What follows belongs to an exercise in optimizing a design on an open flow for small area, a short achievable clock period and few clock cycles; a production flow would make more cautious choices.
The RTL was checked by simulation tests, not by an equivalence proof against the original design.

==> flow/design.v, too long to show whole: its modules and the start of the top module <==
// module plane_hit: 1991 lines
module plane_hit (
    input  wire               clk,
    input  wire               rst,
    input  wire               start,
    output wire               ready,
    input  wire signed [31:0] x2,
    input  wire signed [31:0] y2,
    input  wire signed [17:0] tx,
    input  wire signed [17:0] ty,
    input  wire signed [27:0] pz,
    input  wire signed [31:0] px,
    input  wire signed [31:0] py,
    input  wire        [15:0] cw,
    input  wire        [15:0] ch,
    input  wire        [14:0] wp,
    input  wire        [14:0] hp,
    output reg                done,
    output reg                hit,
    output reg         [13:0] u,
    output reg         [13:0] v
);
  // ...
==> flow/flow/run.sh <==
#!/bin/bash
set -euo pipefail
bash standard.sh SETUP_SLACK_MARGIN=11 finish > make_finish.log 2>&1
==> flow/standard.sh <==
#!/bin/bash
# synth_recipe.tcl (not shown) runs the flow's synth.tcl, then flattens the netlist and writes it again
# the make line also repeats each setting of config.mk as NAME=value (left out here)
make -C /OpenROAD-flow-scripts/flow DESIGN_CONFIG=/design/flow/config.mk WORK_HOME=/design/flow/orfs CLKGATE_MAP_FILE= SYNTH_SCRIPT=/design/flow/synth_recipe.tcl "${@:-finish}"
==> flow/config.mk <==
export PLATFORM = sky130hd
export DESIGN_NAME = plane_hit
export DESIGN_NICKNAME = plane_hit
export VERILOG_FILES = /design/flow/design.v
export SDC_FILE = /design/flow/constraint.sdc
export NUM_CORES = 4
export LEC_CHECK = 0
export CAP_MARGIN = 20
export CORE_MARGIN = 2
export CORE_UTILIZATION = 40
export SLEW_MARGIN = 20
==> flow/constraint.sdc <==
create_clock -name core_clock -period 16.0 [get_ports {clk}]
set_input_delay 3.2000 -clock core_clock [delete_from_list [all_inputs] [get_ports {clk}]]
set_output_delay 3.2000 -clock core_clock [all_outputs]
set_load 0.01 [all_outputs]
==> impl_metrics.py, run 1 <==
metrics = {
    "run_status": {
        "status": "no timing/DRC/antenna violations",
    },
    "worst_hold_path": {
        "holdCritStartpoint": "st[10].r.xr[35]",
        "worst_hold_path.endpoint": "st[12].r.xr[37]",
        "worst_min_path_class": "register to register",
    },
    "placed_design": {
        "placed_cells_incl_taps": 10712,
    },
    "sta": {
        "setup_violations": 0,
        "clock.fmax_mhz": 185,
        "maxSlewHeadroom_pct": 15.2,
        "finalCritPeriodShare_pct": 33.7,
    },
    "clock_tree": {
        "htree_num_levels": 4,
        "cts_root_buffer": "sky130_fd_sc_hd__clkbuf_16",
        "cts_setup_buffers": 288,
    },
    "route": {
        "routed.top_layer": "met4",
        "route.antenna.remaining_nets": 0,
        "post_drt_via_cell_ratio": 5.10,
        "wire_per_inst_um": 18.6,
    },
    "cells_and_area": {
        "layout.clock_buffers": 202,
        "layout.non_clock_buffers": 786,
        "dominant_cells": "multi-input gates",
        "multi_input_area_mm2": 0.0505,
        "syn_to_final_growth_pct": 23.1,
        "fraction_of_area_in_multi_input_gates_pct": 51.0,
        "clockNetworkAreaShare_pct": 5.73,
    },
    "yosys": {
        "share_of_synthesized_cell_area_in_full_adder_half_adder_and_majority_cells_pct": 24.4,
        "synth.avg_cell_area_um2": 10.0,
        "syn-instance-count": 8024,
        "synth-simple-area-share_pct": 7.34,
    },
    "critical_path": {
        "worstSetupStartpointType": "register",
        "worstRegToRegCells": 29,
        "ff2ff_setup_slack_ps": 10610,
        "critical_path.top_delay_family": "compound AO/OA/AOI/OAI gates",
        "crit_arrival_ps": 6050,
    },
    "global_routing": {
        "grt_usage_pct": 20.2,
        "antenna_violations_before_repair": 7,
    },
}
Testbench counts, summed over its fixed seeds: cycles 2,480.
==> run 2: changes to the inputs <==
==> flow/flow/run.sh (replaced) <==
#!/bin/bash
set -euo pipefail
bash standard.sh SETUP_SLACK_MARGIN=10.6 finish > make_finish.log 2>&1
--- a/flow/config.mk
+++ b/flow/config.mk
@@ -8,4 +8,6 @@
 export CAP_MARGIN = 20
 export CORE_MARGIN = 2
 export CORE_UTILIZATION = 40
+export CTS_CLUSTER_DIAMETER = 100
+export CTS_CLUSTER_SIZE = 20
 export SLEW_MARGIN = 20
==> run 2 against run 1 <==
Compared with the run above:
- sequential share of layout area rose by 2.4 points
- setup slack improved by 91 ps
- fmax rose by 1.7%
- highest routed layer is now met5
==> impl_metrics.py, run 2 <==
metrics = {
    "cells_and_area": {
        "most-common-layout-cells": "sky130_fd_sc_hd__dfxtp_1, sky130_fd_sc_hd__inv_1, sky130_fd_sc_hd__xnor2_1",
        "layout.core_utilization_pct": 45.7,
        "layout.nets": 9800,
        "layout_commonest_cell": "sky130_fd_sc_hd__dfxtp_1",
        "syn_to_final_growth_pct": 13.5,
        "drive_gt1_share_pct": 11.0,
        "layout_top_registers": "st.r.xr (434), st.r.yr (434)",
    },
    "critical_path": {
        "worstSetupStartpointType": "register",
        "max_stage_delay_ps": 390,
        "cp_data_required_time_ps": 16640,
        "crit_slowest_cell": "sky130_fd_sc_hd__a211o_4",
        "critical_path.top_delay_family": "compound AO/OA/AOI/OAI gates",
        "crit_arrival_ps": 5940,
        "worstSetupPathType": "register to register",
        "crit_path_frequent_cell": "sky130_fd_sc_hd__o21ai_2",
        "crit_fanout": 7,
        "cp-end-kind": "register",
        "worstPathBufferInverterCount": 2,
    },
    "worst_hold_path": {
        "worst_min_path_class": "register to register",
    },
    "yosys": {
        "synthMostInstantiatedCell": "sky130_fd_sc_hd__dfxtp_1",
        "yosys_most_used_dff": "sky130_fd_sc_hd__dfxtp_1",
        "warnings_from_yosys": 1,
        "synth_sequential_area_ratio_pct": 35.1,
        "fraction_of_synthesized_cell_area_taken_by_the_top_area_cell_type_pct": 35.1,
        "synth.avg_cell_area_um2": 10.0,
        "synth.cells.most_frequent": "sky130_fd_sc_hd__dfxtp_1, sky130_fd_sc_hd__inv_1, sky130_fd_sc_hd__ha_1, sky130_fd_sc_hd__xnor2_1, sky130_fd_sc_hd__fa_1",
        "synth_edf_count": 0,
        "syn_nets": 9524,
        "netlist_top_cells_area": "sky130_fd_sc_hd__dfxtp_1, sky130_fd_sc_hd__fa_1, sky130_fd_sc_hd__ha_1",
        "async_reset_ff_share_pct": 0,
        "mappedNetlistArea_mm2": 0.0804,
        "yosysUniqueCellTypes": 92,
        "synth_register_bits": 1409,
        "syn-instance-count": 8024,
        "yosys.area.top_type": "sky130_fd_sc_hd__dfxtp_1",
    },
    "clock_tree": {
        "worstSkewPairLatency_ps": 760,
        "clock_path_buffers": 3,
        "cts_num_sinks": 1409,
        "cts_inserted_buffers": 87,
        "cts_tree": "built",
        "htree_num_levels": 3,
        "cts.reportedPaths.clkPinSlew_ps": 90,
        "cts_root_buffer": "sky130_fd_sc_hd__clkbuf_16",
    },
    "sta": {
        "finalSetupTns_ps": 0,
        "timing_hold_violations_final": 0,
        "period_minus_slack_ps": 5300,
        "clock.fmax_mhz": 189,
        "fin_worst_skew_ps": 41.2,
        "grt_setup_unrepaired": "true",
        "maxSlewHeadroom_pct": 30.8,
        "finalCritPeriodShare_pct": 33.2,
        "timing_max_transition_violations_final": 0,
        "setup_violations": 0,
        "slew_at_the_pin_closest_to_its_max_slew_limit_ps": 1040,
    },
    "flow_run": {
        "timing.max_cap.violations": 0,
    },
    "global_routing": {
        "grt_usage_pct": 19.4,
        "first_global_vias": 57444,
        "antenna_violations_before_repair": 7,
        "residual_overflow_from_global_routing": 0,
        "grt_max_degree": 57,
        "wire_length_of_the_first_global_routing_pass_um": 318000,
    },
    "floorplanning": {
        "floorplan.io_pins": 288,
        "chipHeight_um": 452,
        "effective_utilization_at_floorplan_pct": 40.3,
        "rows": 164,
        "fp.dieArea_mm2": 0.205,
        "die_x_um": 452,
        "core_mm2": 0.200,
    },
    "route": {
        "drt-initial-drc-count": 3638,
        "route.antenna.remaining_nets": 0,
        "detail_route.drc_violations": 0,
        "wirelength_um": 203000,
        "post_drt_via_cell_ratio": 5.13,
        "wire_per_inst_um": 18.5,
        "vias_post_dr": 56358,
        "drt-pass1-iter-count": 6,
    },
    "placed_design": {
        "gpl.final_weighted_congestion": 0.880,
        "post-dp-hpwl_um": 146000,
        "buffers_added_on_ports": 286,
    },
    "run_status": {
        "status": "no timing/DRC/antenna violations",
    },
}
-- run 2: cell counts after synthesis --
Identical to the previous run, type by type.
-- run 2: timing repair --
item                                    CTS  global route
cloned                                   13             8
hold buffers                              0             0
gates resized for setup                 185           314
pin swaps                                62           178
endpoints found under the hold margin     0             0
endpoints found under the setup margin  226           242
buffers inserted                         66            69
-- run 2: metrics by stage --
| step | hold slack [ps] | setup WS (ps) | instance area [µm²] | instances |
|---|---|---|---|---|
| floorplan | 310 | 10600 | 80500 | 8024 |
| global placement | 310 | 9170 | 86000 | 10710 |
| detailed placement | 312 | 9040 | 86000 | 10710 |
| CTS | 323 | 10600 | 89600 | 10902 |
| global route | 322 | 10460 | 91300 | 10982 |
| finish | 316 | 10700 | 91300 | 10985 |
-- run 2: worst paths after layout --
path,cells after the start,slack [ps],end,start
worst max register to register,26,10700,st[2].r.yr[50],st[0].r.yr[18]
worst max-delay path,26,10700,st[2].r.yr[50],st[0].r.yr[18]
worst min register to register,0,320,st[0].r.xr[8],wp1[6]
worst min-delay path,0,320,st[0].r.xr[8],wp1[6]
-- run 2: routing by layer --
layer,vias to the layer above,global-route usage (%),routed length (µm)
li1,27217,-,-
met1,27243,25.4,90100
met2,1535,32.7,95800
met3,359,2.66,10300
met4,4,6.57,6880
met5,-,0,23
-- run 2: kinds of logic (layout without fill, tap and decap cells) --
group,Yosys count,count (layout),share of synthesized area [%]
other,1,6,0.00466
multiplexers,280,280,3.85
adder cells (fa/ha/maj),1243,1243,24.4
AO/OA/AOI/OAI,1532,1534,12.9
buffers and inverters,1359,1647,6.48
XOR/XNOR,916,916,10.0
AND/OR/NAND/NOR,1284,1294,7.34
flip-flops,1409,1409,35.1
-- run 2: cell type report --
type / instances / area [µm²]
Clock inverter: 22 / 323
Fill cell: 18790 / 109000
Sequential cell: 1409 / 28300
Multi-Input combinational cell: 5268 / 48600
Tap cell: 2656 / 3320
Inverter: 1031 / 3890
Timing Repair Buffer: 503 / 4590
Antenna cell: 5 / 12.5
Clock buffer: 91 / 2230
==> run 3: changes to the inputs <==
--- a/flow/config.mk
+++ b/flow/config.mk
@@ -7,7 +7,8 @@
 export LEC_CHECK = 0
 export CAP_MARGIN = 20
 export CORE_MARGIN = 2
-export CORE_UTILIZATION = 40
+export CORE_UTILIZATION = 55
 export CTS_CLUSTER_DIAMETER = 100
 export CTS_CLUSTER_SIZE = 20
+export PLACE_DENSITY = 0.7
 export SLEW_MARGIN = 20
==> run 3 against run 2 <==
Compared with the run above:
- sequential share of layout area is 0.43 points higher
- non-clock buffer count down 12
- critical path type unchanged
- wire length decreased by 6.3%
- die area down 27%
- via count grew 0.45%
- area after synthesis is the same
- critical endpoint is now st[6].r.xr[60]
- still clean
- clock skew up 0.93 ps
- global-route usage is 5.5 points higher
- flip-flop and latch count unchanged
- register-to-register slack improved by 20 ps
- largest cell class unchanged
==> impl_metrics.py, run 3 <==
metrics = {
    "route": {
        "wire_per_inst_um": 18.6,
        "drt-pass1-iter-count": 8,
        "drt-initial-drc-count": 4053,
        "route.antenna.remaining_nets": 0,
        "detail_route.drc_violations": 0,
        "wirelength_um": 190000,
        "vias_post_dr": 56611,
        "post_drt_via_cell_ratio": 5.54,
    },
    "clock_tree": {
        "cts.reportedPaths.clkPinSlew_ps": 90,
        "htree_num_levels": 3,
        "cts_tree": "built",
        "cts_num_sinks": 1409,
        "cts_hold_repair.buffers": 0,
        "clock_path_buffers": 3,
        "cts_root_buffer": "sky130_fd_sc_hd__clkbuf_16",
        "cts_inserted_buffers": 81,
        "worstSkewPairLatency_ps": 740,
    },
    "critical_path": {
        "worstReg2RegStart": "st[4].r.xr[18]",
        "worstSetupStartpointType": "register",
        "crit_slowest_cell": "sky130_fd_sc_hd__or3b_4",
        "worstRegToRegCells": 26,
        "r2r-end": "st[6].r.xr[60]",
        "worstSetupPathType": "register to register",
        "crit_arrival_ps": 5890,
        "worst_setup_path_startpoint": "st[4].r.xr[18]",
        "crit_fanout": 7,
        "max_stage_delay_ps": 390,
        "crit_path_frequent_cell": "sky130_fd_sc_hd__o21ai_2",
        "cp_data_required_time_ps": 16600,
        "cp-end-kind": "register",
        "ff2ff_setup_slack_ps": 10720,
    },
    "sta": {
        "slew_at_the_pin_closest_to_its_max_slew_limit_ps": 1110,
        "timing_max_transition_violations_final": 0,
        "worst_hold_slack_ps": 309,
        "maxSlewHeadroom_pct": 25.5,
        "finalSetupTns_ps": 0,
        "clock.fmax_mhz": 189,
        "timing_hold_violations_final": 0,
        "postLayoutSetupSlackWorst_ps": 10720,
        "period_minus_slack_ps": 5280,
        "finalCritPeriodShare_pct": 33.0,
        "grt_setup_unrepaired": "true",
        "setup_violations": 0,
        "fin_worst_skew_ps": 42.1,
    },
    "yosys": {
        "yosys_most_used_dff": "sky130_fd_sc_hd__dfxtp_1",
        "netlist_top_cells_area": "sky130_fd_sc_hd__dfxtp_1, sky130_fd_sc_hd__fa_1, sky130_fd_sc_hd__ha_1",
        "yosys.area.top_type": "sky130_fd_sc_hd__dfxtp_1",
        "mappedNetlistArea_mm2": 0.0804,
        "synthMostInstantiatedCell": "sky130_fd_sc_hd__dfxtp_1",
        "warnings_from_yosys": 1,
        "synth.cells.most_frequent": "sky130_fd_sc_hd__dfxtp_1, sky130_fd_sc_hd__inv_1, sky130_fd_sc_hd__ha_1, sky130_fd_sc_hd__xnor2_1, sky130_fd_sc_hd__fa_1",
        "synth_edf_count": 0,
        "synth.avg_cell_area_um2": 10.0,
        "synth_register_bits": 1409,
        "yosysUniqueCellTypes": 92,
        "syn_nets": 9524,
        "synth_sequential_area_ratio_pct": 35.1,
        "async_reset_ff_share_pct": 0,
        "syn-instance-count": 8024,
        "fraction_of_synthesized_cell_area_taken_by_the_top_area_cell_type_pct": 35.1,
    },
    "floorplanning": {
        "rows": 140,
        "core_mm2": 0.145,
        "die_x_um": 386,
        "effective_utilization_at_floorplan_pct": 55.3,
        "chipHeight_um": 386,
        "fp.dieArea_mm2": 0.149,
        "floorplan.io_pins": 288,
    },
    "placed_design": {
        "placed_cells_incl_taps": 9974,
        "preCtsSetupSlack_ps": 9320,
        "post-dp-hpwl_um": 137000,
        "buffers_added_on_ports": 286,
        "gpl.final_weighted_congestion": 0.887,
    },
    "cells_and_area": {
        "syn_to_final_growth_pct": 11.8,
        "layoutNonFillerInstCount": 10215,
        "layout_top_registers": "st.r.xr (434), st.r.yr (434)",
        "drive_gt1_share_pct": 10.5,
        "num-fill-cells": 12015,
        "layout.nets": 9782,
        "most-common-layout-cells": "sky130_fd_sc_hd__dfxtp_1, sky130_fd_sc_hd__inv_1, sky130_fd_sc_hd__xnor2_1",
        "layout_commonest_cell": "sky130_fd_sc_hd__dfxtp_1",
        "final-seq-area_mm2": 0.0282,
        "multi_input_area_mm2": 0.0486,
    },
    "run_status": {
        "status": "no timing/DRC/antenna violations",
    },
    "worst_hold_path": {
        "worst_min_path_class": "register to register",
        "holdPathStages": 0,
        "worst_hold_path.endpoint": "st[4].r.yr[37]",
        "holdCritStartpoint": "st[2].r.yr[35]",
    },
    "global_routing": {
        "grt_max_degree": 57,
        "antenna_violations_before_repair": 6,
        "residual_overflow_from_global_routing": 0,
        "first_global_vias": 57005,
        "wire_length_of_the_first_global_routing_pass_um": 302000,
        "grt_usage_pct": 24.9,
    },
    "flow_run": {
        "timing.max_cap.violations": 0,
    },
}
[run 3: routing by layer]
metal | global-route usage, % | part of all wire (%) | vias to the layer above
li1 | - | - | 27137
met1 | 33.3 | 44 | 27200
met2 | 41.0 | 47 | 1862
met3 | 4.10 | 6.3 | 402
met4 | 8.10 | 3.3 | 10
met5 | 0 | 0.029 | -
[run 3: cells by family (layout without fill, tap and decap cells)]
family          count (synthesis)  in the layout  share of synthesized area (%)
compound gates               1532           1534                           12.9
flops                        1409           1409                           35.1
buf+inv                      1359           1618                           6.48
simple gates                 1284           1294                           7.34
fa+ha+maj                    1243           1243                           24.4
xor+xnor                      916            916                           10.0
mux                           280            280                           3.85
other cells                     1              4                        0.00466
[run 3: area by class of cell]
class | instances | area share (%)
timing repair buffer | 491 | 5.03
clock buffer | 85 | 2.28
inverter | 1031 | 4.33
tap | 1917 | 2.67
multi-input combinational | 5268 | 54.0
clock inverter | 11 | 0.306
sequential | 1409 | 31.4
antenna | 3 | 0.00835
[run 3: worst max-delay path by stage]
stage / end / slack, ps / cells past startpoint
2_1_floorplan: st[8].r.xr[54] / 10600 / 27
4_1_cts: st[12].r.xr[55] / 10590 / 27
3_3_place_gp: st[12].r.yr[48] / 9530 / 26
5_1_grt: st[12].r.xr[60] / 10440 / 26
3_5_place_dp: st[12].r.yr[48] / 9320 / 26
6_report: st[6].r.xr[60] / 10720 / 26
[run 3: critical path, delay by kind of cell, from the launching register on]
kind                       cells  cell delay [ps]
adders and majority gates      2              550
DFF                            1              350
and+or+nand+nor                7             1380
AOI/OAI and AO/OA             14             2290
buffers and inverters          1               70
muxes                          2              510
[run 3: stage by stage]
step	util, %	cell area [µm²]
detailed placement	58.5	85100
CTS	60.8	88500
global placement	58.5	85100
global route	61.9	89900
finish	61.9	89900
floorplan	-	80500
[run 3: what timing repair did]
item | in CTS | in global routing
cloned | 12 | 8
endpoints found under the setup margin | 257 | 241
resized for setup | 182 | 296
pin swaps | 54 | 145
setup buffers | 58 | 64
==> run 4: changes to the inputs <==
==> flow/flow/run.sh (replaced) <==
#!/bin/bash
set -euo pipefail
bash standard.sh SETUP_SLACK_MARGIN=10.8 finish > make_finish.log 2>&1
--- a/flow/config.mk
+++ b/flow/config.mk
@@ -8,7 +8,7 @@
 export CAP_MARGIN = 20
 export CORE_MARGIN = 2
 export CORE_UTILIZATION = 55
-export CTS_CLUSTER_DIAMETER = 100
-export CTS_CLUSTER_SIZE = 20
+export CTS_CLUSTER_DIAMETER = 120
+export CTS_CLUSTER_SIZE = 25
 export PLACE_DENSITY = 0.7
 export SLEW_MARGIN = 20
==> run 4 against run 3 <==
Compared with the run above:
- setup slack improved by 70 ps
- hold slack improved by 12 ps
- highest routed layer unchanged
- largest cell class unchanged
- final cell count rose by 0.85%
==> impl_metrics.py, run 4 <==
metrics = {
    "yosys": {
        "warnings_from_yosys": 1,
        "synth.avg_cell_area_um2": 10.0,
        "mappedNetlistArea_mm2": 0.0804,
        "synth.cells.most_frequent": "sky130_fd_sc_hd__dfxtp_1, sky130_fd_sc_hd__inv_1, sky130_fd_sc_hd__ha_1, sky130_fd_sc_hd__xnor2_1, sky130_fd_sc_hd__fa_1",
        "synth_edf_count": 0,
        "yosys_most_used_dff": "sky130_fd_sc_hd__dfxtp_1",
        "netlist_top_cells_area": "sky130_fd_sc_hd__dfxtp_1, sky130_fd_sc_hd__fa_1, sky130_fd_sc_hd__ha_1",
        "fraction_of_synthesized_cell_area_taken_by_the_top_area_cell_type_pct": 35.1,
        "synth_register_bits": 1409,
        "async_reset_ff_share_pct": 0,
        "yosys.area.top_type": "sky130_fd_sc_hd__dfxtp_1",
        "syn_nets": 9524,
        "syn-instance-count": 8024,
        "yosysUniqueCellTypes": 92,
        "synthMostInstantiatedCell": "sky130_fd_sc_hd__dfxtp_1",
        "synth_sequential_area_ratio_pct": 35.1,
    },
    "cells_and_area": {
        "layout_commonest_cell": "sky130_fd_sc_hd__dfxtp_1",
        "layoutNonFillerInstCount": 10302,
        "layout_top_registers": "st.r.xr (434), st.r.yr (434)",
        "final_area_mm2": 0.0911,
        "layout.core_utilization_pct": 62.6,
        "multi_input_area_mm2": 0.0492,
        "num-fill-cells": 11860,
        "layout.nets": 9870,
        "final-seq-area_mm2": 0.0283,
        "drive_gt1_share_pct": 12.7,
        "syn_to_final_growth_pct": 13.2,
        "most-common-layout-cells": "sky130_fd_sc_hd__dfxtp_1, sky130_fd_sc_hd__inv_1, sky130_fd_sc_hd__xnor2_1",
    },
    "clock_tree": {
        "worstSkewPairLatency_ps": 730,
        "clock_path_buffers": 3,
        "cts_hold_repair.buffers": 0,
        "htree_num_levels": 3,
        "cts.reportedPaths.clkPinSlew_ps": 100,
        "cts_root_buffer": "sky130_fd_sc_hd__clkbuf_16",
        "cts_tree": "built",
        "cts_num_sinks": 1409,
        "cts_inserted_buffers": 67,
    },
    "route": {
        "drt-initial-drc-count": 4387,
        "detail_route.drc_violations": 0,
        "wire_per_inst_um": 18.8,
        "wirelength_um": 193000,
        "drt-pass1-iter-count": 8,
        "vias_post_dr": 57292,
        "route.antenna.remaining_nets": 0,
        "post_drt_via_cell_ratio": 5.56,
    },
    "floorplanning": {
        "effective_utilization_at_floorplan_pct": 55.3,
        "fp.dieArea_mm2": 0.149,
        "core_mm2": 0.145,
        "floorplan.io_pins": 288,
        "die_x_um": 386,
        "chipHeight_um": 386,
        "rows": 140,
    },
    "sta": {
        "period_minus_slack_ps": 5220,
        "timing_hold_violations_final": 0,
        "worst_hold_slack_ps": 322,
        "slew_at_the_pin_closest_to_its_max_slew_limit_ps": 1230,
        "setup_violations": 0,
        "clock.fmax_mhz": 192,
        "finalSetupTns_ps": 0,
        "maxSlewHeadroom_pct": 17.6,
        "grt_setup_unrepaired": "true",
        "finalCritPeriodShare_pct": 32.6,
        "fin_worst_skew_ps": 37.3,
        "timing_max_transition_violations_final": 0,
    },
    "placed_design": {
        "placed_cells_incl_taps": 9971,
        "placed_cell_area_mm2": 0.0851,
        "gpl.final_weighted_congestion": 0.891,
        "buffers_added_on_ports": 286,
        "post-dp-hpwl_um": 137000,
    },
    "critical_path": {
        "crit_fanout": 6,
        "cp_data_required_time_ps": 16600,
        "ff2ff_setup_slack_ps": 10790,
        "worstSetupPathType": "register to register",
        "worstSetupStartpointType": "register",
        "crit_arrival_ps": 5820,
        "cp-end-kind": "register",
    },
    "global_routing": {
        "grt_usage_pct": 25.2,
        "grt_max_degree": 57,
        "residual_overflow_from_global_routing": 0,
        "antenna_violations_before_repair": 7,
        "first_global_vias": 57532,
        "wire_length_of_the_first_global_routing_pass_um": 305000,
    },
    "run_status": {
        "status": "no timing/DRC/antenna violations",
    },
    "flow_run": {
        "timing.max_cap.violations": 0,
    },
    "worst_hold_path": {
        "worst_min_path_class": "register to register",
    },
}
## run 4: cell counts after synthesis
No cell type changed its count.
## run 4: layout make-up
cell class              instances  area share, %
multi-input cells            5270           54.1
flip-flops and latches       1409           31.1
repair buffers                590           5.84
inverters                    1031           4.28
well taps                    1917           2.63
clock buffers                  68           1.85
clock inverters                11          0.234
diodes                          5         0.0137
repair inverters                1        0.00550
## run 4: repair_timing
| item | 4_1_cts | 5_1_grt |
|---|---|---|
| setup buffers | 119 | 105 |
| gates cloned | 19 | 4 |
| endpoints found under the hold margin | 0 | 0 |
| endpoints found under the setup margin | 292 | 260 |
| pin swaps | 142 | 234 |
| gates resized for setup | 271 | 366 |
## run 4: worst max-delay path: stages, from the launching register on
cell and delay (ps):
sky130_fd_sc_hd__dfxtp_4 360, sky130_fd_sc_hd__ha_4 230, sky130_fd_sc_hd__nor2b_4 120, sky130_fd_sc_hd__o21ai_2 160, sky130_fd_sc_hd__a21boi_2 90, sky130_fd_sc_hd__o21ai_2 210
sky130_fd_sc_hd__a21oi_4 90, sky130_fd_sc_hd__a211o_1 320, sky130_fd_sc_hd__a21oi_2 180, sky130_fd_sc_hd__o21ai_2 90, sky130_fd_sc_hd__a211o_4 380, sky130_fd_sc_hd__o21ai_4 170
sky130_fd_sc_hd__inv_1 60, sky130_fd_sc_hd__ha_1 290, sky130_fd_sc_hd__nor2b_4 130, sky130_fd_sc_hd__o21ai_2 160, sky130_fd_sc_hd__a21boi_2 80, sky130_fd_sc_hd__o21ai_2 170
sky130_fd_sc_hd__a21boi_2 80, sky130_fd_sc_hd__o21a_1 210, sky130_fd_sc_hd__a31o_4 230, sky130_fd_sc_hd__nor4_4 220, sky130_fd_sc_hd__o41a_1 200, sky130_fd_sc_hd__o21ai_2 100
sky130_fd_sc_hd__a21boi_4 260, sky130_fd_sc_hd__clkbuf_16 210, sky130_fd_sc_hd__mux2_4 290
## run 4: logic make-up after synthesis
| group | after synthesis | synth area share [%] |
|---|---|---|
| DFF | 1409 | 35.1 |
| muxes | 280 | 3.85 |
| other | 1 | 0.00466 |
| AOI/OAI and AO/OA | 1532 | 12.9 |
| buffers and inverters | 1359 | 6.48 |
| xor gates and xnor gates | 916 | 10.0 |
| adders and majority gates | 1243 | 24.4 |
| and+or+nand+nor | 1284 | 7.34 |
## run 4: final timing paths
check                   endpoint      startpoint  cells past startpoint
setup / recovery  st[2].r.yr[49]  st[0].r.yr[18]                     26
hold / removal     st[0].r.yr[9]          hp1[7]                      0
setup reg to reg  st[2].r.yr[49]  st[0].r.yr[18]                     26
hold reg to reg    st[0].r.yr[9]          hp1[7]                      0
## run 4: metal layers
layer	track usage [%]	vias to the layer above	routed length (µm)
li1	-	27295	-
met3	3.31	436	12700
met5	0	-	15
met4	8.33	2	6580
met2	41.6	2134	90000
met1	34.0	27425	84100
## run 4: stage by stage
stage / worst slack (ps)
detailed placement: 9390
floorplan: 10800
CTS: 10770
global route: 10550
global placement: 9680
finish: 10790
==> run 5: changes to the inputs <==
--- a/flow/config.mk
+++ b/flow/config.mk
@@ -5,10 +5,10 @@
 export SDC_FILE = /design/flow/constraint.sdc
 export NUM_CORES = 4
 export LEC_CHECK = 0
-export CAP_MARGIN = 20
+export CAP_MARGIN = 10
 export CORE_MARGIN = 2
 export CORE_UTILIZATION = 55
 export CTS_CLUSTER_DIAMETER = 120
 export CTS_CLUSTER_SIZE = 25
 export PLACE_DENSITY = 0.7
-export SLEW_MARGIN = 20
+export SLEW_MARGIN = 10
==> run 5 against run 4 <==
Compared with the run above:
- via count unchanged
- non-clock buffer count is the same
- clock skew stayed put
- register-to-register slack about the same
- hold slack is the same
- largest cell class unchanged
- final area is the same
- count of clock-buffer cells in the layout unchanged
- first-iteration DRC count did not move
==> impl_metrics.py, run 5 <==
metrics = {
    "run_status": {
        "status": "no timing/DRC/antenna violations",
    },
    "sta": {
        "timing_hold_violations_final": 0,
        "setup_violations": 0,
        "clock.fmax_mhz": 192,
        "grt_setup_unrepaired": "true",
        "maxSlewHeadroom_pct": 17.6,
        "fin_worst_skew_ps": 37.3,
        "finalSetupTns_ps": 0,
        "finalCritPeriodShare_pct": 32.6,
        "slew_at_the_pin_closest_to_its_max_slew_limit_ps": 1230,
        "period_minus_slack_ps": 5220,
        "timing_max_transition_violations_final": 0,
    },
    "clock_tree": {
        "cts_inserted_buffers": 67,
        "cts_tree": "built",
        "cts.reportedPaths.clkPinSlew_ps": 100,
        "cts_root_buffer": "sky130_fd_sc_hd__clkbuf_16",
        "clock_path_buffers": 3,
        "cts_num_sinks": 1409,
        "htree_num_levels": 3,
        "worstSkewPairLatency_ps": 730,
    },
    "route": {
        "drt-pass1-iter-count": 8,
        "route.antenna.remaining_nets": 0,
        "drt-initial-drc-count": 4387,
        "wirelength_um": 193000,
        "post_drt_via_cell_ratio": 5.56,
        "vias_post_dr": 57292,
        "wire_per_inst_um": 18.8,
        "detail_route.drc_violations": 0,
    },
    "yosys": {
        "yosys_most_used_dff": "sky130_fd_sc_hd__dfxtp_1",
        "syn-instance-count": 8024,
        "syn_nets": 9524,
        "synth_register_bits": 1409,
        "async_reset_ff_share_pct": 0,
        "fraction_of_synthesized_cell_area_taken_by_the_top_area_cell_type_pct": 35.1,
        "yosysUniqueCellTypes": 92,
        "netlist_top_cells_area": "sky130_fd_sc_hd__dfxtp_1, sky130_fd_sc_hd__fa_1, sky130_fd_sc_hd__ha_1",
        "synthMostInstantiatedCell": "sky130_fd_sc_hd__dfxtp_1",
        "synth.avg_cell_area_um2": 10.0,
        "synth_edf_count": 0,
        "synth_sequential_area_ratio_pct": 35.1,
        "warnings_from_yosys": 1,
        "yosys.area.top_type": "sky130_fd_sc_hd__dfxtp_1",
        "mappedNetlistArea_mm2": 0.0804,
        "synth.cells.most_frequent": "sky130_fd_sc_hd__dfxtp_1, sky130_fd_sc_hd__inv_1, sky130_fd_sc_hd__ha_1, sky130_fd_sc_hd__xnor2_1, sky130_fd_sc_hd__fa_1",
    },
    "floorplanning": {
        "chipHeight_um": 386,
        "floorplan.io_pins": 288,
        "rows": 140,
        "core_mm2": 0.145,
        "fp.dieArea_mm2": 0.149,
        "effective_utilization_at_floorplan_pct": 55.3,
        "die_x_um": 386,
    },
    "cells_and_area": {
        "multi_input_area_mm2": 0.0492,
        "layout_top_registers": "st.r.xr (434), st.r.yr (434)",
        "drive_gt1_share_pct": 12.7,
        "num-fill-cells": 11860,
        "layout.nets": 9870,
        "layout.core_utilization_pct": 62.6,
        "layout_commonest_cell": "sky130_fd_sc_hd__dfxtp_1",
        "final-seq-area_mm2": 0.0283,
        "most-common-layout-cells": "sky130_fd_sc_hd__dfxtp_1, sky130_fd_sc_hd__inv_1, sky130_fd_sc_hd__xnor2_1",
        "layoutNonFillerInstCount": 10302,
        "syn_to_final_growth_pct": 13.2,
    },
    "critical_path": {
        "worstSetupStartpointType": "register",
        "crit_path_frequent_cell": "sky130_fd_sc_hd__o21ai_2",
        "cp_data_required_time_ps": 16600,
        "crit_arrival_ps": 5820,
        "max_stage_delay_ps": 380,
        "crit_slowest_cell": "sky130_fd_sc_hd__a211o_4",
        "worstSetupPathType": "register to register",
        "worstPathBufferInverterCount": 2,
        "crit_fanout": 6,
        "critical_path.top_delay_family": "compound AO/OA/AOI/OAI gates",
        "cp-end-kind": "register",
    },
    "flow_run": {
        "timing.max_cap.violations": 0,
    },
    "worst_hold_path": {
        "worst_min_path_class": "register to register",
    },
    "global_routing": {
        "residual_overflow_from_global_routing": 0,
        "wire_length_of_the_first_global_routing_pass_um": 305000,
        "grt_max_degree": 57,
        "first_global_vias": 57532,
        "grt_usage_pct": 25.2,
        "antenna_violations_before_repair": 7,
    },
    "placed_design": {
        "gpl.final_weighted_congestion": 0.891,
        "post-dp-hpwl_um": 137000,
        "placed_cells_incl_taps": 9971,
        "buffers_added_on_ports": 286,
    },
}
## run 5: cell counts in the layout (fill, tap and decap cells not counted)
Identical to the previous run, type by type.
## run 5: worst register-to-register path, delay by kind of cell (launching register included)
kind	cells	cell delay (ps)
adder cells (fa/ha/maj)	2	520
multiplexers	1	290
AND/OR/NAND/NOR	3	470
AO/OA/AOI/OAI	18	3180
buffers and inverters	2	270
flip-flops	1	360
## run 5: path summary, 6_finish.rpt
check	cells after the start	endpoint	startpoint	slack [ps]
worst max-delay path	26	st[2].r.yr[49]	st[0].r.yr[18]	10790
worst min-delay path	0	st[0].r.yr[9]	hp1[7]	320
worst max register to register	26	st[2].r.yr[49]	st[0].r.yr[18]	10790
worst min register to register	0	st[0].r.yr[9]	hp1[7]	320
## run 5: layer usage
| layer | GRT usage (%) | vias up | wire [µm] |
|---|---|---|---|
| li1 | - | 27295 | - |
| met1 | 34.0 | 27425 | 84100 |
| met2 | 41.6 | 2134 | 90000 |
| met3 | 3.31 | 436 | 12700 |
| met4 | 8.33 | 2 | 6580 |
| met5 | 0 | - | 15 |
## run 5: timing repair
action                                 CTS  global route
resized for setup                      271           366
setup endpoints to repair              292           260
buffers inserted                       119           105
cloned                                  19             4
hold buffers                             0             0
pin swaps                              142           234
endpoints found under the hold margin    0             0
## run 5: cell type report
type                    instances  area share [%]
multi-input cells            5270            54.1
flip-flops and latches       1409            31.1
repair buffers                590            5.84
inverters                    1031            4.28
well taps                    1917            2.63
clock buffers                  68            1.85
clock inverters                11           0.234
diodes                          5          0.0137
repair inverters                1         0.00550
## run 5: through the flow
step | hold WS, ps | instance area, µm² | setup slack [ps]
2_1_floorplan | 310 | 80600 | 10800
3_3_place_gp | 310 | 85100 | 9680
3_5_place_dp | 312 | 85100 | 9390
4_1_cts | 324 | 88800 | 10770
5_1_grt | 327 | 91000 | 10550
6_report | 322 | 91100 | 10790
## run 5: cell families (layout without fill, tap and decap cells)
kind of cell / after synthesis / after routing / share of synthesized area (%)
AO/OA/AOI/OAI: 1532 / 1535 / 12.9
XOR/XNOR: 916 / 916 / 10.0
adder cells (fa/ha/maj): 1243 / 1243 / 24.4
buffers and inverters: 1359 / 1701 / 6.48
flip-flops: 1409 / 1409 / 35.1
multiplexers: 280 / 280 / 3.85
other: 1 / 6 / 0.00466
AND/OR/NAND/NOR: 1284 / 1295 / 7.34
==> run 6: changes to the inputs <==
==> flow/flow/run.sh (replaced) <==
#!/bin/bash
set -euo pipefail
bash standard.sh SETUP_SLACK_MARGIN=10.45 finish > make_finish.log 2>&1
==> run 6 against run 5 <==
Compared with the run above:
- setup slack got worse by 240 ps
- first-iteration DRC count fell by 4.4%
- synthesized cell count did not move
- via count fell by 1.1%
- largest cell class unchanged
- highest routed layer unchanged
==> impl_metrics.py, run 6 <==
metrics = {
    "yosys": {
        "syn_nets": 9524,
        "warnings_from_yosys": 1,
        "synth.avg_cell_area_um2": 10.0,
        "synthMostInstantiatedCell": "sky130_fd_sc_hd__dfxtp_1",
        "yosys_most_used_dff": "sky130_fd_sc_hd__dfxtp_1",
        "fraction_of_synthesized_cell_area_taken_by_the_top_area_cell_type_pct": 35.1,
        "synth.cells.most_frequent": "sky130_fd_sc_hd__dfxtp_1, sky130_fd_sc_hd__inv_1, sky130_fd_sc_hd__ha_1, sky130_fd_sc_hd__xnor2_1, sky130_fd_sc_hd__fa_1",
        "synth_edf_count": 0,
        "async_reset_ff_share_pct": 0,
        "yosysUniqueCellTypes": 92,
        "yosys.area.top_type": "sky130_fd_sc_hd__dfxtp_1",
        "synth_register_bits": 1409,
        "netlist_top_cells_area": "sky130_fd_sc_hd__dfxtp_1, sky130_fd_sc_hd__fa_1, sky130_fd_sc_hd__ha_1",
        "mappedNetlistArea_mm2": 0.0804,
        "synth_sequential_area_ratio_pct": 35.1,
        "syn-instance-count": 8024,
    },
    "worst_hold_path": {
        "holdPathStages": 0,
        "holdCritStartpoint": "st[10].r.yr[43]",
        "worst_min_path_class": "register to register",
    },
    "cells_and_area": {
        "syn_to_final_growth_pct": 10.9,
        "layout_top_registers": "st.r.xr (434), st.r.yr (434)",
        "most-common-layout-cells": "sky130_fd_sc_hd__dfxtp_1, sky130_fd_sc_hd__inv_1, sky130_fd_sc_hd__ha_1",
        "layout.nets": 9758,
        "layout_commonest_cell": "sky130_fd_sc_hd__dfxtp_1",
        "final_area_mm2": 0.0892,
        "drive_gt1_share_pct": 9.56,
        "num-fill-cells": 12079,
    },
    "global_routing": {
        "wire_length_of_the_first_global_routing_pass_um": 302000,
        "grt_usage_pct": 24.9,
        "grt_max_degree": 57,
        "residual_overflow_from_global_routing": 0,
        "antenna_violations_before_repair": 6,
        "first_global_vias": 56911,
    },
    "sta": {
        "slew_at_the_pin_closest_to_its_max_slew_limit_ps": 1340,
        "timing_hold_violations_final": 0,
        "period_minus_slack_ps": 5450,
        "setup_violations": 0,
        "worst_hold_slack_ps": 316,
        "clock.fmax_mhz": 183,
        "grt_setup_unrepaired": "true",
        "maxSlewHeadroom_pct": 10.6,
        "fin_worst_skew_ps": 32.9,
        "finalCritPeriodShare_pct": 34.1,
        "finalSetupTns_ps": 0,
        "timing_max_transition_violations_final": 0,
    },
    "critical_path": {
        "worst_setup_path_startpoint": "st[0].r.yr[18]",
        "max_stage_delay_ps": 400,
        "worstSetupPathType": "register to register",
        "critical_path.top_delay_family": "compound AO/OA/AOI/OAI gates",
        "crit_slowest_cell": "sky130_fd_sc_hd__a211o_4",
        "worstReg2RegStart": "st[0].r.yr[18]",
        "worstRegToRegCells": 26,
        "cp_data_required_time_ps": 16600,
        "crit_fanout": 5,
        "ff2ff_setup_slack_ps": 10550,
        "crit_arrival_ps": 6050,
        "cp_depth": 26,
        "worstSetupStartpointType": "register",
        "cp-end-kind": "register",
        "crit_path_frequent_cell": "sky130_fd_sc_hd__o21ai_2",
        "r2r-end": "st[2].r.yr[60]",
        "worstPathBufferInverterCount": 2,
        "endpoint": "st[2].r.yr[60]",
    },
    "placed_design": {
        "buffers_added_on_ports": 286,
        "post-dp-hpwl_um": 137000,
        "placed_cell_area_mm2": 0.0850,
        "gpl.final_weighted_congestion": 0.904,
    },
    "clock_tree": {
        "cts_num_sinks": 1409,
        "cts_inserted_buffers": 69,
        "clock_path_buffers": 3,
        "cts.reportedPaths.clkPinSlew_ps": 100,
        "worstSkewPairLatency_ps": 710,
        "cts_root_buffer": "sky130_fd_sc_hd__clkbuf_16",
        "htree_num_levels": 3,
        "cts_hold_repair.buffers": 0,
        "cts_tree": "built",
    },
    "route": {
        "drt-pass1-iter-count": 6,
        "route.antenna.remaining_nets": 0,
        "wirelength_um": 191000,
        "vias_post_dr": 56670,
        "drt-initial-drc-count": 4192,
        "post_drt_via_cell_ratio": 5.56,
        "wire_per_inst_um": 18.7,
        "detail_route.drc_violations": 0,
    },
    "floorplanning": {
        "chipHeight_um": 386,
        "fp.dieArea_mm2": 0.149,
        "rows": 140,
        "floorplan.io_pins": 288,
        "die_x_um": 386,
        "core_mm2": 0.145,
        "effective_utilization_at_floorplan_pct": 55.3,
    },
    "run_status": {
        "status": "no timing/DRC/antenna violations",
    },
    "flow_run": {
        "timing.max_cap.violations": 0,
    },
}
[run 6: layout make-up]
cell class                 instances  area [µm²]  share of cell area [%]
multi-input combinational       5267       48300                    54.1
clock inverter                    16         282                   0.315
tap                             1917        2400                    2.69
sequential                      1409       28200                    31.7
antenna                            3        7.51                 0.00841
clock buffer                      69        1730                    1.93
timing repair buffer             480        4420                    4.95
inverter                        1031        3880                    4.35
[run 6: worst min-delay path by stage]
stage,endpoint
global placement,st[6].r.yr[43]
detailed placement,hp1[2]
finish,st[12].r.yr[45]
floorplan,hp1[10]
CTS,st[12].r.yr[45]
global route,st[12].r.yr[45]
[run 6: logic make-up (layout without fill, tap and decap cells)]
| kind of cell | count (synthesis) | in the layout | synth area share (%) |
|---|---|---|---|
| xor gates and xnor gates | 916 | 916 | 10.0 |
| AOI/OAI and AO/OA | 1532 | 1537 | 12.9 |
| other | 1 | 4 | 0.00466 |
| adders and majority gates | 1243 | 1243 | 24.4 |
| and+or+nand+nor | 1284 | 1290 | 7.34 |
| DFF | 1409 | 1409 | 35.1 |
| buffers and inverters | 1359 | 1596 | 6.48 |
| muxes | 280 | 280 | 3.85 |
[run 6: worst register-to-register path, stage by stage (launching register included)]
cell and delay, ps:
sky130_fd_sc_hd__dfxtp_4 370, sky130_fd_sc_hd__ha_4 230, sky130_fd_sc_hd__nor2b_4 120, sky130_fd_sc_hd__o21ai_2 170
sky130_fd_sc_hd__a21boi_2 90, sky130_fd_sc_hd__o21ai_2 220, sky130_fd_sc_hd__a21oi_4 90, sky130_fd_sc_hd__a211o_1 340
sky130_fd_sc_hd__a21oi_4 190, sky130_fd_sc_hd__o21ai_4 80, sky130_fd_sc_hd__a211o_4 400, sky130_fd_sc_hd__o21ai_4 200
sky130_fd_sc_hd__inv_1 70, sky130_fd_sc_hd__ha_1 300, sky130_fd_sc_hd__nor2b_4 130, sky130_fd_sc_hd__o21ai_2 160
sky130_fd_sc_hd__a21boi_2 100, sky130_fd_sc_hd__o21ai_2 180, sky130_fd_sc_hd__a21boi_2 80, sky130_fd_sc_hd__o21a_1 210
sky130_fd_sc_hd__a31o_4 250, sky130_fd_sc_hd__nor4_4 220, sky130_fd_sc_hd__o41a_1 260, sky130_fd_sc_hd__o21ai_2 100
sky130_fd_sc_hd__a21boi_4 270, sky130_fd_sc_hd__buf_12 160, sky130_fd_sc_hd__mux2_2 350
[run 6: metrics by stage]
step           setup slack (ps)  utilization [%]  std cells
2_1_floorplan             10470                -       8024
3_3_place_gp               9420             58.5       9969
3_5_place_dp               9270             58.5       9969
4_1_cts                   10440             60.5      10111
5_1_grt                   10310             61.4      10189
6_report                  10550             61.4      10192
[run 6: layer usage]
layer	wire (µm)	vias to the layer above	track usage [%]	part of all wire, %
li1	-	27060	-	-
met1	82700	27132	33.4	43
met2	88300	2051	41.1	46
met3	13200	423	3.95	6.9
met4	6550	4	7.86	3.4
met5	21	-	0	0.011
[run 6: what timing repair did]
action                     4_1_cts  5_1_grt
setup endpoints to repair      226      265
gates resized for setup        148      254
gates cloned                    10       10
pin swaps                       35      120
buffers inserted                47       67
==> run 7: changes to the inputs <==
==> flow/flow/run.sh (replaced) <==
#!/bin/bash
set -euo pipefail
bash standard.sh SETUP_SLACK_MARGIN=10.6 finish > make_finish.log 2>&1
==> run 7 against run 6 <==
Compared with the run above:
- still clean
- final cell count fell by 0.11%
- area after synthesis did not move
- first-iteration DRC count down 7.8%
- register-to-register slack improved by 220 ps
- final area hardly changed
- highest routed layer unchanged
==> impl_metrics.py, run 7 <==
metrics = {
    "run_status": {
        "status": "no timing/DRC/antenna violations",
    },
    "worst_hold_path": {
        "worst_min_path_class": "register to register",
        "holdPathStages": 0,
        "worst_hold_path.endpoint": "st[4].r.xr[10]",
        "holdCritStartpoint": "st[2].r.xr[10]",
    },
    "yosys": {
        "yosys.area.top_type": "sky130_fd_sc_hd__dfxtp_1",
        "yosysUniqueCellTypes": 92,
        "fraction_of_synthesized_cell_area_taken_by_the_top_area_cell_type_pct": 35.1,
        "synthMostInstantiatedCell": "sky130_fd_sc_hd__dfxtp_1",
        "mappedNetlistArea_mm2": 0.0804,
        "synth.cells.most_frequent": "sky130_fd_sc_hd__dfxtp_1, sky130_fd_sc_hd__inv_1, sky130_fd_sc_hd__ha_1, sky130_fd_sc_hd__xnor2_1, sky130_fd_sc_hd__fa_1",
        "async_reset_ff_share_pct": 0,
        "syn-instance-count": 8024,
        "synth.avg_cell_area_um2": 10.0,
        "yosys_most_used_dff": "sky130_fd_sc_hd__dfxtp_1",
        "warnings_from_yosys": 1,
        "synth_sequential_area_ratio_pct": 35.1,
        "syn_nets": 9524,
        "synth_edf_count": 0,
        "netlist_top_cells_area": "sky130_fd_sc_hd__dfxtp_1, sky130_fd_sc_hd__fa_1, sky130_fd_sc_hd__ha_1",
        "synth_register_bits": 1409,
    },
    "cells_and_area": {
        "num-fill-cells": 12088,
        "drive_gt1_share_pct": 10.1,
        "most-common-layout-cells": "sky130_fd_sc_hd__dfxtp_1, sky130_fd_sc_hd__inv_1, sky130_fd_sc_hd__ha_1",
        "final-seq-area_mm2": 0.0282,
        "multi_input_area_mm2": 0.0485,
        "layout.nets": 9752,
        "syn_to_final_growth_pct": 11.1,
        "layout_commonest_cell": "sky130_fd_sc_hd__dfxtp_1",
        "layout_top_registers": "st.r.xr (434), st.r.yr (434)",
    },
    "flow_run": {
        "timing.max_cap.violations": 0,
    },
    "sta": {
        "finalCritPeriodShare_pct": 32.7,
        "timing_hold_violations_final": 0,
        "timing_max_transition_violations_final": 0,
        "maxSlewHeadroom_pct": 28.3,
        "setup_violations": 0,
        "period_minus_slack_ps": 5230,
        "clock.fmax_mhz": 191,
        "fin_worst_skew_ps": 34.8,
        "finalSetupTns_ps": 0,
        "slew_at_the_pin_closest_to_its_max_slew_limit_ps": 1070,
        "grt_setup_unrepaired": "true",
    },
    "route": {
        "detail_route.drc_violations": 0,
        "drt-pass1-iter-count": 7,
        "drt-initial-drc-count": 3864,
        "route.antenna.remaining_nets": 0,
        "vias_post_dr": 56189,
        "wire_per_inst_um": 18.5,
        "wirelength_um": 189000,
        "post_drt_via_cell_ratio": 5.52,
    },
    "placed_design": {
        "gpl.final_weighted_congestion": 0.887,
        "post-dp-hpwl_um": 137000,
        "buffers_added_on_ports": 286,
    },
    "clock_tree": {
        "cts_num_sinks": 1409,
        "cts.reportedPaths.clkPinSlew_ps": 100,
        "cts_tree": "built",
        "worstSkewPairLatency_ps": 710,
        "cts_root_buffer": "sky130_fd_sc_hd__clkbuf_16",
        "htree_num_levels": 3,
        "clock_path_buffers": 3,
        "cts_inserted_buffers": 68,
    },
    "global_routing": {
        "antenna_violations_before_repair": 6,
        "first_global_vias": 56524,
        "grt_max_degree": 57,
        "wire_length_of_the_first_global_routing_pass_um": 300000,
        "residual_overflow_from_global_routing": 0,
        "grt_usage_pct": 24.7,
    },
    "critical_path": {
        "crit_arrival_ps": 5800,
        "worstSetupPathType": "register to register",
        "crit_slowest_cell": "sky130_fd_sc_hd__or3b_4",
        "cp_data_required_time_ps": 16570,
        "critical_path.top_delay_family": "compound AO/OA/AOI/OAI gates",
        "worstSetupStartpointType": "register",
        "cp-end-kind": "register",
        "crit_fanout": 7,
        "r2r-end": "st[6].r.xr[56]",
        "worstReg2RegStart": "st[4].r.xr[18]",
        "max_stage_delay_ps": 410,
        "worstPathBufferInverterCount": 1,
        "worstRegToRegCells": 26,
        "ff2ff_setup_slack_ps": 10770,
    },
    "floorplanning": {
        "rows": 140,
        "chipHeight_um": 386,
        "fp.dieArea_mm2": 0.149,
        "die_x_um": 386,
        "core_mm2": 0.145,
        "effective_utilization_at_floorplan_pct": 55.3,
        "floorplan.io_pins": 288,
    },
}
==> run 7: logic make-up after synthesis <==
logic type,share of synthesized area (%)
xor+xnor,10.0
mux,3.85
simple gates,7.34
fa+ha+maj,24.4
compound gates,12.9
other cells,0.00466
buf+inv,6.48
flops,35.1
==> run 7: worst max path at each step <==
stage | endpoint | start | cells after the start | slack [ps]
6_report | st[6].r.xr[56] | st[4].r.xr[18] | 26 | 10770
5_1_grt | st[8].r.yr[48] | st[6].r.yr[45] | 29 | 10460
4_1_cts | st[12].r.xr[55] | st[10].r.xr[18] | 27 | 10600
3_5_place_dp | st[12].r.yr[48] | st[10].r.yr[18] | 26 | 9320
3_3_place_gp | st[12].r.yr[48] | st[10].r.yr[18] | 26 | 9530
2_1_floorplan | st[8].r.xr[54] | st[6].r.xr[46] | 27 | 10600
==> run 7: through the flow <==
step / cell area, µm² / setup slack [ps] / instances / hold WS [ps] / util (%)
2_1_floorplan: 80500 / 10600 / 8024 / 310 / -
3_3_place_gp: 85100 / 9530 / 9974 / 310 / 58.5
3_5_place_dp: 85100 / 9320 / 9974 / 312 / 58.5
4_1_cts: 88000 / 10600 / 10122 / 323 / 60.5
5_1_grt: 89300 / 10460 / 10179 / 332 / 61.4
6_report: 89300 / 10770 / 10181 / 319 / 61.4
==> run 7: repair_timing <==
| item | CTS | global route |
|---|---|---|
| pin swaps | 53 | 125 |
| resized for setup | 178 | 282 |
| hold buffers | 0 | 0 |
| hold endpoints to repair | 0 | 0 |
| setup buffers | 57 | 50 |
| gates cloned | 11 | 6 |
| endpoints found under the setup margin | 258 | 256 |
==> run 7: layer usage <==
layer  global-route usage (%)  up-vias  share of wire, %
li1                         -    27058                 -
met1                     33.3    26850                44
met2                     40.7     1855                46
met3                     4.02      418               6.5
met4                     7.94        8               3.5
met5                        0        -             0.024
==> run 7: layout make-up <==
class	instances	area share, %
flip-flops and latches	1409	31.6
inverters	1031	4.35
well taps	1917	2.68
clock inverters	11	0.209
diodes	2	0.00560
multi-input cells	5266	54.3
repair buffers	476	4.93
clock buffers	69	1.93
==> run 8: changes to the inputs <==
==> flow/flow/run.sh (replaced) <==
#!/bin/bash
set -euo pipefail
bash standard.sh SETUP_SLACK_MARGIN=10.7 "BUFFER_PORTS_ARGS=-buffer_cell sky130_fd_sc_hd__buf_1" finish > make_finish.log 2>&1
==> run 8 against run 7 <==
Compared with the run above:
- still clean
- global-route usage is 0.096 points higher
- final area is 1.2% lower
- wire length is 1.1% higher
- count of clock-buffer cells in the layout stayed put
- hold slack better by 2.7 ps
- synthesized cell count stayed put
- clock skew is 2.4 ps higher
- register-to-register slack worse by 50 ps
- critical endpoint is now st[2].r.yr[54]
==> impl_metrics.py, run 8 <==
metrics = {
    "run_status": {
        "status": "no timing/DRC/antenna violations",
    },
    "sta": {
        "setup_violations": 0,
        "worst_hold_slack_ps": 322,
        "grt_setup_unrepaired": "true",
        "period_minus_slack_ps": 5270,
        "maxSlewHeadroom_pct": 18.6,
        "timing_hold_violations_final": 0,
        "clock.fmax_mhz": 190,
        "finalSetupTns_ps": 0,
        "timing_max_transition_violations_final": 0,
        "slew_at_the_pin_closest_to_its_max_slew_limit_ps": 1220,
        "fin_worst_skew_ps": 37.2,
        "finalCritPeriodShare_pct": 33.0,
    },
    "route": {
        "drt-pass1-iter-count": 6,
        "wl_met1_um": 83100,
        "post_drt_via_cell_ratio": 5.54,
        "routed-wl-met3_um": 12900,
        "met2_wirelength_um": 87900,
        "drt-initial-drc-count": 4067,
        "detail_route.drc_violations": 0,
        "wirelength_um": 191000,
        "vias_post_dr": 56810,
        "wire_per_inst_um": 18.6,
        "route.antenna.remaining_nets": 0,
        "routed.top_layer": "met5",
    },
    "yosys": {
        "yosys_most_used_dff": "sky130_fd_sc_hd__dfxtp_1",
        "synth_edf_count": 0,
        "synth.avg_cell_area_um2": 10.0,
        "synth_sequential_area_ratio_pct": 35.1,
        "synth_register_bits": 1409,
        "synthMostInstantiatedCell": "sky130_fd_sc_hd__dfxtp_1",
        "yosys.area.top_type": "sky130_fd_sc_hd__dfxtp_1",
        "yosysUniqueCellTypes": 92,
        "netlist_top_cells_area": "sky130_fd_sc_hd__dfxtp_1, sky130_fd_sc_hd__fa_1, sky130_fd_sc_hd__ha_1",
        "fraction_of_synthesized_cell_area_taken_by_the_top_area_cell_type_pct": 35.1,
        "synth.cells.most_frequent": "sky130_fd_sc_hd__dfxtp_1, sky130_fd_sc_hd__inv_1, sky130_fd_sc_hd__ha_1, sky130_fd_sc_hd__xnor2_1, sky130_fd_sc_hd__fa_1",
        "syn-instance-count": 8024,
        "syn_nets": 9524,
        "async_reset_ff_share_pct": 0,
        "warnings_from_yosys": 1,
        "mappedNetlistArea_mm2": 0.0804,
    },
    "clock_tree": {
        "cts_num_sinks": 1409,
        "cts_root_buffer": "sky130_fd_sc_hd__clkbuf_16",
        "cts.reportedPaths.clkPinSlew_ps": 100,
        "cts_inserted_buffers": 68,
        "clock_path_buffers": 3,
        "worstSkewPairLatency_ps": 730,
        "htree_num_levels": 3,
        "cts_tree": "built",
    },
    "critical_path": {
        "cp-end-kind": "register",
        "critical_path.top_delay_family": "compound AO/OA/AOI/OAI gates",
        "crit_fanout": 5,
        "worstReg2RegStart": "st[0].r.yr[46]",
        "worstSetupStartpointType": "register",
        "crit_path_frequent_cell": "sky130_fd_sc_hd__o21ai_2",
        "worstSetupPathType": "register to register",
        "worstPathBufferInverterCount": 2,
        "cp_data_required_time_ps": 16630,
        "r2r-end": "st[2].r.yr[54]",
        "max_stage_delay_ps": 390,
        "cp_depth": 26,
        "crit_slowest_cell": "sky130_fd_sc_hd__a211o_4",
        "worstRegToRegCells": 26,
        "crit_arrival_ps": 5900,
        "ff2ff_setup_slack_ps": 10730,
    },
    "floorplanning": {
        "floorplan.io_pins": 288,
        "effective_utilization_at_floorplan_pct": 55.3,
        "core_mm2": 0.145,
        "fp.dieArea_mm2": 0.149,
        "die_x_um": 386,
        "chipHeight_um": 386,
        "rows": 140,
    },
    "cells_and_area": {
        "most-common-layout-cells": "sky130_fd_sc_hd__dfxtp_1, sky130_fd_sc_hd__inv_1, sky130_fd_sc_hd__xnor2_1",
        "layout_commonest_cell": "sky130_fd_sc_hd__dfxtp_1",
        "layout.nets": 9815,
        "layout_top_registers": "st.r.xr (434), st.r.yr (434)",
        "syn_to_final_growth_pct": 9.70,
        "drive_gt1_share_pct": 11.0,
    },
    "placed_design": {
        "post-dp-hpwl_um": 137000,
        "buffers_added_on_ports": 286,
        "gpl.final_weighted_congestion": 0.898,
    },
    "global_routing": {
        "wire_length_of_the_first_global_routing_pass_um": 301000,
        "first_global_vias": 56826,
        "antenna_violations_before_repair": 10,
        "residual_overflow_from_global_routing": 0,
        "grt_usage_pct": 24.8,
        "grt_max_degree": 57,
    },
    "worst_hold_path": {
        "holdCritStartpoint": "st[10].r.yr[43]",
        "worst_min_path_class": "register to register",
        "holdPathStages": 0,
        "worst_hold_path.endpoint": "st[12].r.yr[45]",
    },
    "flow_run": {
        "timing.max_cap.violations": 0,
    },
}
run 8: cell counts after synthesis:
No cell type changed its count.
run 8: area by class of cell:
cell class                      instances  area, µm²
Tap cell                             1917       2400
Antenna cell                            3       7.51
Clock buffer                           69       1720
Inverter                             1031       3890
Sequential cell                      1409      28300
Clock inverter                         15        262
Fill cell                           12161      57100
Timing Repair Buffer                  534       3060
Timing Repair inverter                  1       5.00
Multi-Input combinational cell       5270      48600
run 8: worst max path at each step:
stage               startpoint               to  slack, ps
2_1_floorplan   st[0].r.yr[46]   st[2].r.yr[54]      10710
3_3_place_gp   st[10].r.yr[18]  st[12].r.yr[48]       9550
3_5_place_dp   st[10].r.yr[18]  st[12].r.yr[48]       9410
4_1_cts         st[8].r.xr[46]  st[10].r.xr[61]      10700
5_1_grt         st[0].r.yr[46]   st[2].r.yr[49]      10470
6_report        st[0].r.yr[46]   st[2].r.yr[54]      10730
run 8: logic make-up (layout without fill, tap and decap cells):
kind of cell / count (synthesis) / in the layout / share of synthesized area (%)
buffers and inverters: 1359 / 1650 / 6.48
AND/OR/NAND/NOR: 1284 / 1295 / 7.34
XOR/XNOR: 916 / 916 / 10.0
adder cells (fa/ha/maj): 1243 / 1243 / 24.4
flip-flops: 1409 / 1409 / 35.1
other: 1 / 4 / 0.00466
multiplexers: 280 / 280 / 3.85
AO/OA/AOI/OAI: 1532 / 1535 / 12.9
run 8: layer usage:
metal	global-route usage [%]	vias up
met3	3.70	420
li1	-	27198
met5	0	-
met2	40.8	2089
met4	8.37	8
met1	33.5	27095
run 8: through the flow:
stage	util (%)	cells	worst slack, ps	area (µm²)
2_1_floorplan	-	8024	10710	80600
3_3_place_gp	57.3	9968	9550	83300
3_5_place_dp	57.3	9968	9410	83300
4_1_cts	59.5	10151	10700	86600
5_1_grt	60.7	10246	10470	88200
6_report	60.7	10249	10730	88300
run 8: what timing repair did:
action | 4_1_cts | 5_1_grt
hold buffers | 0 | 0
cloned | 17 | 6
pin swaps | 89 | 179
buffers inserted | 82 | 89
endpoints found under the setup margin | 309 | 268
gates resized for setup | 198 | 298

what the ideal ports hide:
Ports are ideal in the flow. The routed layouts listed here were re-timed in OpenROAD.
Step 1 (the two cells are an assumption about what drives the block):
set clk [get_ports {clk}]
set_driving_cell -lib_cell sky130_fd_sc_hd__clkbuf_16 $clk
set_driving_cell -lib_cell sky130_fd_sc_hd__buf_2 [delete_from_list [all_inputs] $clk]
Step 2 times the ports against the registers' clock, not the clock port: input delays grow and output delays shrink by t, the midpoint of the rising clock arrivals with the driver on.
a / b / c = ideal ports / drivers / drivers and shift; a / b = the first two.
| run | shift t [ns] | setup WS [ns] | worst setup path after step 2 |
|---|---|---|---|
| run 1 | 0.896 | 10.605 / 10.605 / 10.605 | register to register |
| run 2 | 0.823 | 10.696 / 10.696 / 10.696 | register to register |
| run 3 | 0.791 | 10.715 / 10.715 / 10.715 | register to register |
| run 4 | 0.789 | 10.785 / 10.785 / 10.785 | register to register |
| run 5 | 0.789 | 10.785 / 10.785 / 10.785 | register to register |
| run 6 | 0.778 | 10.549 / 10.549 / 10.549 | register to register |
| run 7 | 0.762 | 10.774 / 10.774 / 10.774 | register to register |
| run 8 | 0.795 | 10.726 / 10.726 / 10.726 | register to register |
After both steps every run listed still meets setup and hold.
